Background: an optimization exercise with open tools, aiming at small area and a short achievable clock period. Do not read the settings as production practice.
In this exercise RTL edits were held to simulation tests only and were not proved equivalent to the original.
No activity file was given, so power comes from the tool's default toggle rates.

==> inputs of run A <==
==> flow/design.v <==
module ec_encode (
    input  wire [255:0] data,
    output reg  [31:0]  check
);
    reg [15:0] rp;
    integer j, k;
    always @* begin
        for (j = 0; j < 16; j = j + 1) begin
            rp[j]         = ^data[16 * j +: 16];
            check[16 + j] = 1'b0;
            for (k = 0; k < 16; k = k + 1)
                check[16 + j] = check[16 + j] ^ data[16 * k + j];
        end
        for (j = 0; j < 16; j = j + 1)
            check[j] = rp[j] ^ rp[(j + 15) % 16];
    end
endmodule
module ec_classify (
    input  wire [31:0] synd,       
    output wire        zero,       
    output wire        cbit,       
    output wire        dbit,       
    output wire        spois,      
    output wire        uerr,       
    output wire [15:0] pair        
);
    wire [15:0] sr = synd[15:0];
    wire [15:0] sc = synd[31:16];
    function [3:1] ge3_16(input [15:0] x);
        reg [3:1] a, t;
        integer g, i, k;
        begin
            a = 3'b000;
            for (g = 0; g < 4; g = g + 1) begin
                t[1] = |x[4 * g +: 4];
                t[2] = (x[4*g] & (x[4*g+1] | x[4*g+2] | x[4*g+3])) | (x[4*g+1] & (x[4*g+2] | x[4*g+3])) |
                       (x[4*g+2] & x[4*g+3]);
                t[3] = (x[4*g] & x[4*g+1] & (x[4*g+2] | x[4*g+3])) | (x[4*g+2] & x[4*g+3] & (x[4*g] | x[4*g+1]));
                a = merge3(a, t);
            end
            ge3_16 = a;
        end
    endfunction
    function [3:1] merge3(input [3:1] a, input [3:1] b);
        begin
            merge3[1] = a[1] | b[1];
            merge3[2] = a[2] | b[2] | (a[1] & b[1]);
            merge3[3] = a[3] | b[3] | (a[2] & b[1]) | (a[1] & b[2]);
        end
    endfunction
    function [5:1] ge5_4(input [3:0] x);
        begin
            ge5_4[1] = |x;
            ge5_4[2] = (x[0] & (x[1] | x[2] | x[3])) | (x[1] & (x[2] | x[3])) | (x[2] & x[3]);
            ge5_4[3] = (x[0] & x[1] & (x[2] | x[3])) | (x[2] & x[3] & (x[0] | x[1]));
            ge5_4[4] = &x;
            ge5_4[5] = 1'b0;
        end
    endfunction
    function [5:1] merge5(input [5:1] a, input [5:1] b);
        integer k, i;
        reg [5:0] ea, eb;
        begin
            ea = {a, 1'b1};
            eb = {b, 1'b1};
            for (k = 1; k <= 5; k = k + 1) begin
                merge5[k] = 1'b0;
                for (i = 0; i <= k; i = i + 1)
                    merge5[k] = merge5[k] | (ea[i] & eb[k - i]);
            end
        end
    endfunction
    wire [3:1] wr = ge3_16(sr);
    wire [3:1] wc = ge3_16(sc);
    wire [15:0] zc = ~sc;
    wire [5:1] z0 = merge5(ge5_4(zc[3:0]),  ge5_4(zc[7:4]));
    wire [5:1] z1 = merge5(ge5_4(zc[11:8]), ge5_4(zc[15:12]));
    wire [5:1] zz = merge5(z0, z1);
    genvar r;
    generate
        for (r = 0; r < 16; r = r + 1) begin : g_pair
            assign pair[r] = sr[r] & sr[(r + 1) % 16];
        end
    endgenerate
    wire sr_one = wr[1] & ~wr[2];
    wire sc_one = wc[1] & ~wc[2];
    wire sr_two = wr[2] & ~wr[3];
    assign zero  = ~wr[1] & ~wc[1];
    assign spois = ~zz[5];
    assign cbit  = (sr_one & ~wc[1]) | (sc_one & ~wr[1]);
    assign dbit  = sc_one & sr_two & (|pair);
    assign uerr  = ~zero & ~spois & ~cbit & ~dbit;
endmodule
module ec_rmw (
    input  wire         clk,
    input  wire         rst_n,
    input  wire         in_valid,
    input  wire [1:0]   in_op,        
    input  wire [31:0]  in_mask,      
    input  wire [255:0] in_wdata,     
    input  wire [31:0]  in_wpoison,   
    input  wire [255:0] in_sdata,     
    input  wire [31:0]  in_scheck,    
    output reg          out_valid,
    output reg  [2:0]   out_class,
    output reg  [31:0]  out_synd,
    output reg  [255:0] out_rdata,
    output reg          out_poison,
    output reg          out_wb,
    output reg  [255:0] out_wdata,
    output reg  [31:0]  out_wcheck,
    output reg          out_ev_ce,
    output reg          out_ev_ue,
    output reg          out_ev_pw
);
    localparam OP_WRITE = 2'd1;
    localparam OP_SCRUB = 2'd2;
    wire        wr    = (in_op == OP_WRITE);
    wire        scrub = (in_op == OP_SCRUB);
    wire [31:0] keep  = ~(in_mask & {32{wr}});    
    reg [255:0] mraw;
    integer b;
    always @* begin
        for (b = 0; b < 32; b = b + 1)
            mraw[8 * b +: 8] = keep[b] ? in_sdata[8 * b +: 8] : in_wdata[8 * b +: 8];
    end
    wire [31:0] scalc, mcalc;
    ec_encode u_senc (.data(in_sdata), .check(scalc));
    ec_encode u_menc (.data(mraw),     .check(mcalc));
    wire [31:0] synd = in_scheck ^ scalc;
    wire [15:0] sc   = synd[31:16];
    wire        zero, cbit, dbit, spois, uerr;
    wire [15:0] pair;
    ec_classify u_cls (.synd(synd), .zero(zero), .cbit(cbit), .dbit(dbit), .spois(spois),
                       .uerr(uerr), .pair(pair));
    reg wfix_pre;
    integer r;
    always @* begin
        wfix_pre = 1'b0;
        for (r = 0; r < 16; r = r + 1)
            wfix_pre = wfix_pre | (pair[r] & ((keep[2 * r] & |sc[7:0]) | (keep[2 * r + 1] & |sc[15:8])));
    end
    reg         q_valid;
    reg         q_wr, q_scrub, q_full, q_wpm;
    reg [255:0] q_sdata;
    reg [255:0] q_mraw_n;    
    reg [31:0]  q_synd;
    reg [31:0]  q_mcalc;
    reg         q_wfix_pre;
    reg         q_zero, q_cbit, q_dbit, q_spois;
    always @(posedge clk) begin
        if (!rst_n)
            q_valid <= 1'b0;
        else
            q_valid <= in_valid;
        q_wr       <= wr;
        q_scrub    <= scrub;
        q_full     <= &in_mask;
        q_wpm      <= |(in_wpoison & in_mask);
        q_sdata    <= in_sdata;
        q_mraw_n   <= ~mraw;
        q_synd     <= synd;
        q_mcalc    <= mcalc;
        q_wfix_pre <= wfix_pre;
        q_zero     <= zero;
        q_cbit     <= cbit;
        q_dbit     <= dbit;
        q_spois    <= spois;
    end
    wire wfix = q_wfix_pre & q_dbit;              
    reg  [15:0]  row_fix, wrow_fix;
    reg  [255:0] flip, wflip;
    integer rr, c;
    always @* begin
        for (rr = 0; rr < 16; rr = rr + 1) begin
            row_fix[rr]  = q_synd[rr] & q_synd[(rr + 1) % 16] & q_dbit;
            wrow_fix[rr] = q_synd[rr] & q_synd[(rr + 1) % 16] & wfix;
        end
        for (rr = 0; rr < 16; rr = rr + 1)
            for (c = 0; c < 16; c = c + 1) begin
                flip[16 * rr + c]  = row_fix[rr] & q_synd[16 + c];
                wflip[16 * rr + c] = wrow_fix[rr] & q_synd[16 + c];
            end
    end
    wire uerr2     = ~q_zero & ~q_spois & ~q_cbit & ~q_dbit;
    wire corr      = q_cbit | q_dbit;
    wire bad       = ~q_zero & ~corr;              
    wire wpo       = q_wpm | (~q_full & bad);
    wire wb_poison = q_wr ? wpo : (q_scrub & uerr2);
    always @* begin
        out_valid  = q_valid;
        out_class  = {uerr2, q_dbit | q_spois, q_cbit | q_spois};
        out_synd   = q_synd;
        out_rdata  = q_sdata ^ flip;
        out_poison = q_wr ? wpo : bad;
        out_wb     = q_wr | (q_scrub & (corr | uerr2));
        out_wdata  = ~q_mraw_n ^ wflip;
        out_wcheck = q_mcalc ^ (q_synd & {32{wfix}}) ^ {{16{wb_poison}}, 16'h0000};
        out_ev_ce  = corr & ~(q_wr & q_full);
        out_ev_ue  = uerr2 & ~(q_wr & q_full);
        out_ev_pw  = wb_poison;
    end
endmodule
==> flow/flow/run.sh <==
#!/bin/bash
# The standard layout (the standard.sh: unchanged synthesis, floorplan, power
# grid, placement, CTS and routing) with these changes to how it is made:
#  - the port buffers that global placement inserts are buf_1 cells instead of
#    the resizer's default pick;
#  - pins may sit on adjacent routing tracks, so the ports fit a smaller die;
set -euo pipefail
export BUFFER_PORTS_ARGS="-buffer_cell sky130_fd_sc_hd__buf_1"
export SETUP_SLACK_MARGIN=7
export PLACE_PINS_ARGS="-min_distance 1 -min_distance_in_tracks"
bash standard.sh finish > flow_make.log 2>&1
==> flow/standard.sh <==
#!/bin/bash
# synth_recipe.tcl (not shown) runs the flow's synth.tcl, then flattens the netlist and writes it again
# the make line also repeats each setting of config.mk as NAME=value (left out here)
make -C /OpenROAD-flow-scripts/flow DESIGN_CONFIG=/design/flow/config.mk WORK_HOME=/design/flow/orfs CLKGATE_MAP_FILE= SYNTH_SCRIPT=/design/flow/synth_recipe.tcl "${@:-finish}"
==> flow/config.mk <==
export PLATFORM = sky130hd
export DESIGN_NAME = ec_rmw
export DESIGN_NICKNAME = ec_rmw
export VERILOG_FILES = /design/flow/design.v
export SDC_FILE = /design/flow/constraint.sdc
export NUM_CORES = 4
export LEC_CHECK = 0
export CAP_MARGIN = 20
export CORE_AREA = 5 5 245 245
export CTS_BUF_LIST = sky130_fd_sc_hd__clkbuf_4 sky130_fd_sc_hd__clkbuf_8
export DIE_AREA = 0 0 250 250
export PLACE_DENSITY = 0.72
export SLEW_MARGIN = 20
==> flow/constraint.sdc <==
create_clock -name core_clock -period 12.0 [get_ports {clk}]
set_input_delay 2.4000 -clock core_clock [delete_from_list [all_inputs] [get_ports {clk}]]
set_output_delay 2.4000 -clock core_clock [all_outputs]
set_load 0.01 [all_outputs]
==> inputs of run F, as changes to run A <==
--- a/flow/config.mk
+++ b/flow/config.mk
@@ -7,7 +7,7 @@
 export LEC_CHECK = 0
+export ABC_AREA = 1
 export CAP_MARGIN = 20
-export CORE_AREA = 5 5 245 245
+export CORE_AREA = 5 5 260 260
 export CTS_BUF_LIST = sky130_fd_sc_hd__clkbuf_4 sky130_fd_sc_hd__clkbuf_8
-export DIE_AREA = 0 0 250 250
-export PLACE_DENSITY = 0.72
+export DIE_AREA = 0 0 265 265
 export SLEW_MARGIN = 20
==> comparison table <==
| metric | run A | run F |
|---|---|---|
| Number of CTS-inserted buffers | 101 | 103 |
| Global routing usage on met1 | 54.9% | 54.7% |
| Crit. path cell count | 5 | 11 |
| Number of placed cells counting well taps | 5,276 | 7,571 |
| Power in combinational cells | 4.02 mW | 2.82 mW |
| Share of cell area taken by muxes after synthesis | 7.84% | 1.50% |
| Layout clock area frac | 5.40% | 5.21% |
| Area occupied by registers | 11,800 um^2 | 11,700 um^2 |
| Final worst path period share | 42.6% | 41.6% |
| Peak clock frequency supported by timing | 196 MHz | 200 MHz |
| Total net switching power | 3.78 mW | 3.04 mW |
| Total wirelength of the detailed-routed design | 155,000 um | 183,000 um |
| Run status | no timing/DRC/antenna violations | no timing/DRC/antenna violations |
| Count of non-filler cells in the finished layout | 5,520 | 7,804 |
| Share of the synthesized netlist area taken by xor and xnor gates | 43.0% | 29.0% |
| Simple-gate share of the synthesized area | 9.33% | 29.4% |
| Met2 Routed Length | 65,200 um | 74,500 um |
| Non-clock inverter total of the final layout | 28 | 448 |
| Fraction of final layout cells with drive strength greater than 1 | 7.85% | 5.13% |
| Routed wire per std cell | 28.2 um | 23.5 um |
| Tapcell count | 765 | 855 |
| Count of instances resized after the clock tree is built | 94 | 79 |
| Overall power of the completed layout | 8.55 mW | 7.37 mW |
| Data arrival time of the worst path | 2710 ps | 5650 ps |
| Cell area after synthesis | 33,100 um^2 | 38,300 um^2 |
| Hold depth | 2 | 3 |

[static timing again, ports no longer ideal]
In the flow no input, the clock included, has a driving cell. The finished layouts below were timed again as built, in two steps. Step 1 assumes that a clkbuf_16 drives the clock port and a buf_2 every other input. Step 2 times the ports against the registers' clock, not the clock port: input delays grow and output delays shrink by t, the midpoint of the rising clock arrivals with the driver on. Three values: ideal ports, drivers, drivers and shift; two values: the first two.
| run | t (ns) | slack for setup (ns) | worst setup path after step 2 | worst slew at a driven data input, ns |
|---|---|---|---|---|
| run A | 0.784 | 6.889 / 6.822 / 6.276 | input to register | 0.18 |
| run F | 0.786 | 7.004 / 6.964 / 6.255 | input to register | 0.22 |
After both steps setup and hold are still met in every run listed. For run F, which loses most, drivers alone change the setup slack by -0.040 ns; drivers and shift together by -0.749 ns.
